Background: an optimization exercise with open tools, aiming at small area, a short achievable clock period and few clock cycles per item. Do not read the settings as production practice.
Only simulation tests tie the RTL to the original design; equivalence was not proved.

v6:
Design filet_enc, start of the top module:
module filet_enc (
    input  wire        clk,
    input  wire        rst,           
    input  wire        in_valid,
    output reg         in_ready,
    input  wire [19:0] in_data,       
    input  wire        in_eos,        
    input  wire        in_eol,        
    input  wire [1:0]  cfg_depth,     
    input  wire [5:0]  cfg_e,         
    output reg         out_valid,
    input  wire        out_ready,
    output reg  [31:0] out_data,
    output reg         out_last
);
    localparam N    = 35;             
    localparam CAP  = 88;             
    integer i, k, i1, i2, i3, k1, k2;
    function [4:0] bits_of;
        input [1:0] d;
        bits_of = (d == 2'd0) ? 5'd10 : (d == 2'd1) ? 5'd12 : 5'd20;
    endfunction
    function ult12;
        input [11:0] a, b;
        reg lt, eq;
        integer q;
        begin
            lt = 1'b0; eq = 1'b1;
            for (q = 11; q >= 0; q = q - 1) begin
                lt = lt | (eq & ~a[q] & b[q]);
                eq = eq & ~(a[q] ^ b[q]);
            end
            ult12 = lt;
        end
    endfunction
    function slt10;
        input [9:0] a, b;
        slt10 = ult12({2'b0, ~a[9], a[8:0]}, {2'b0, ~b[9], b[8:0]});
    endfunction
    function [26:0] drows;
        input [19:0] aq;
        input [6:0]  r;
  ...
Size: about 2000 flip-flops, roughly 69 I/O pins.
Settings: LEC_CHECK=0, CAP_MARGIN=20, CORE_MARGIN=2, CORE_UTILIZATION=40, SLEW_MARGIN=20; clock period 65.0 ns.
run.sh (not shown) runs the stock make flow with config.mk's settings and CLKGATE_MAP_FILE= SYNTH_SCRIPT=/design/flow/synth_recipe.tcl, a recipe that flattens the netlist after the stock synthesis.
v6 completed every stage of the flow, and the final layout passed the timing, DRC and antenna checks.
Testbench counts of v6, summed over its fixed seeds: cycles 109,769, samples 109,175.
[inputs] v7 vs v6
-- flow/design.v --
<<< v6, line 304
                          ({24'd0, p6_val} & therm(p6_F));
    wire [10:0] p6_hdr = p6_vb ? 11'd31 : {bf_e[p6_i], p6_k};
    wire        p7_v    = p6_v;
    wire        p7_hf   = p6_first;
    wire [10:0] p7_hdr  = p6_hdr;
    wire [44:0] p7_code = p6_code;
    wire [5:0]  p7_len  = p6_len;
    wire        p7_eol  = p6_last & bf_eol[p6_i];
    reg  [CAP-1:0] acc;
    reg  [6:0]  cnt;
>>> v7, line 304
                          ({24'd0, p6_val} & therm(p6_F));
    wire [10:0] p6_hdr = p6_vb ? 11'd31 : {bf_e[p6_i], p6_k};
    reg         p7_v, p7_hf, p7_eol;
    reg  [10:0] p7_hdr;
    reg  [44:0] p7_code;
    reg  [5:0]  p7_len;
    reg  [CAP-1:0] acc;
    reg  [6:0]  cnt;
<<< v6, line 326
    wire        w_last   = mark_v & (cnt - 7'd32 == mark);
    wire [7:0]  need     = {1'b0, cnt_x} + (p7_hf ? 8'd11 : 8'd0) + {2'd0, p7_len};
    wire        pk_ok    = ~p7_v | (bf_dec[p6_i] & ~pad_pend & ~ult12(CAP, {4'd0, need}));
    wire        dec_ok   = ~p6_v | bf_dec[p6_i];
    assign      adv      = pk_ok & dec_ok;
>>> v7, line 324
    wire        w_last   = mark_v & (cnt - 7'd32 == mark);
    wire [7:0]  need     = {1'b0, cnt_x} + (p7_hf ? 8'd11 : 8'd0) + {2'd0, p7_len};
    wire        pk_ok    = ~p7_v | (~pad_pend & ~ult12(CAP, {4'd0, need}));
    wire        dec_ok   = ~p6_v | bf_dec[p6_i];
    assign      adv      = pk_ok & dec_ok;
<<< v6, line 425
            if (pv[5]) bdx <= p5_res[7:0];
            if (p6_v & p6_last) pv_reg <= p6_vb;
        end
        acc <= acc2;
>>> v7, line 423
            if (pv[5]) bdx <= p5_res[7:0];
            if (p6_v & p6_last) pv_reg <= p6_vb;
            p7_hf   <= p6_first;
            p7_hdr  <= p6_hdr;
            p7_code <= p6_code;
            p7_len  <= p6_len;
            p7_eol  <= p6_last & bf_eol[p6_i];
        end
        acc <= acc2;
<<< v6, line 471
            rd_first  <= 1'b1;
            for (i = 1; i <= 5; i = i + 1) pv[i] <= 1'b0;
            p6_v <= 1'b0;
            pv_reg    <= 1'b0;
            cnt       <= 7'd0;
>>> v7, line 474
            rd_first  <= 1'b1;
            for (i = 1; i <= 5; i = i + 1) pv[i] <= 1'b0;
            p6_v <= 1'b0; p7_v <= 1'b0;
            pv_reg    <= 1'b0;
            cnt       <= 7'd0;
<<< v6, line 512
                for (i = 1; i <= 4; i = i + 1) pv[i+1] <= pv[i];
                p6_v <= pv[5];
            end
            cnt   <= cnt_x + added;
>>> v7, line 515
                for (i = 1; i <= 4; i = i + 1) pv[i+1] <= pv[i];
                p6_v <= pv[5];
                p7_v <= p6_v;
            end
            cnt   <= cnt_x + added;
Results
- Of v7 and v6, the lower initial antenna violation count belongs to v7.
- Per-cell via count in the routed design across v7 and v6: no real change.
- v7 against v6: register bit total from synthesis shows an increase of about 3.3%; DRC marker count from the first detailed-route iteration fell 475; number of clock buffers in the layout climbed about 6%; wire length of the first global-routing pass picked up an extra 1.0%; footprint of the multi-input gates moved up.
- As far as detailed-route wire length is concerned, v6 and v7 perform about the same.
- Latest clock arrival within the worst-skew pair of v6 is on par with v7.
- Setup slack deteriorates in v7 relative to v6.
Testbench counts of v7, summed over its fixed seeds: cycles 109,777, samples 109,175.

-- what the ideal ports hide --
The flow's constraints put no driver on any port. The routed layouts listed below were extracted and timed again, unchanged, in two steps. Step 1 sets driving cells, clkbuf_16 on the clock port and buf_2 on the other inputs (assumed; they add their load-dependent delay and slew). Step 2 adds t to the input delays and takes it off the output delays; t is the mean of the earliest and latest rising clock arrival at the registers after step 1. Input paths then give back, and output paths get back, about the clock's delay inside the block. a / b / c = ideal / step 1 / step 2; a / b = the first two.
run | t, ns | slack for setup (ns) | worst setup path at the end | latest minus earliest clock arrival (ns)
v6 | 0.952 | 50.121 / 50.029 / 49.668 | input to register | 0.130 / 0.129
v7 | 0.934 | 50.053 / 49.963 / 49.492 | input to register | 0.128 / 0.127
After both steps every run listed still meets setup and hold. For v7, which loses most, drivers alone change the setup slack by -0.090 ns; drivers and shift together by -0.561 ns.
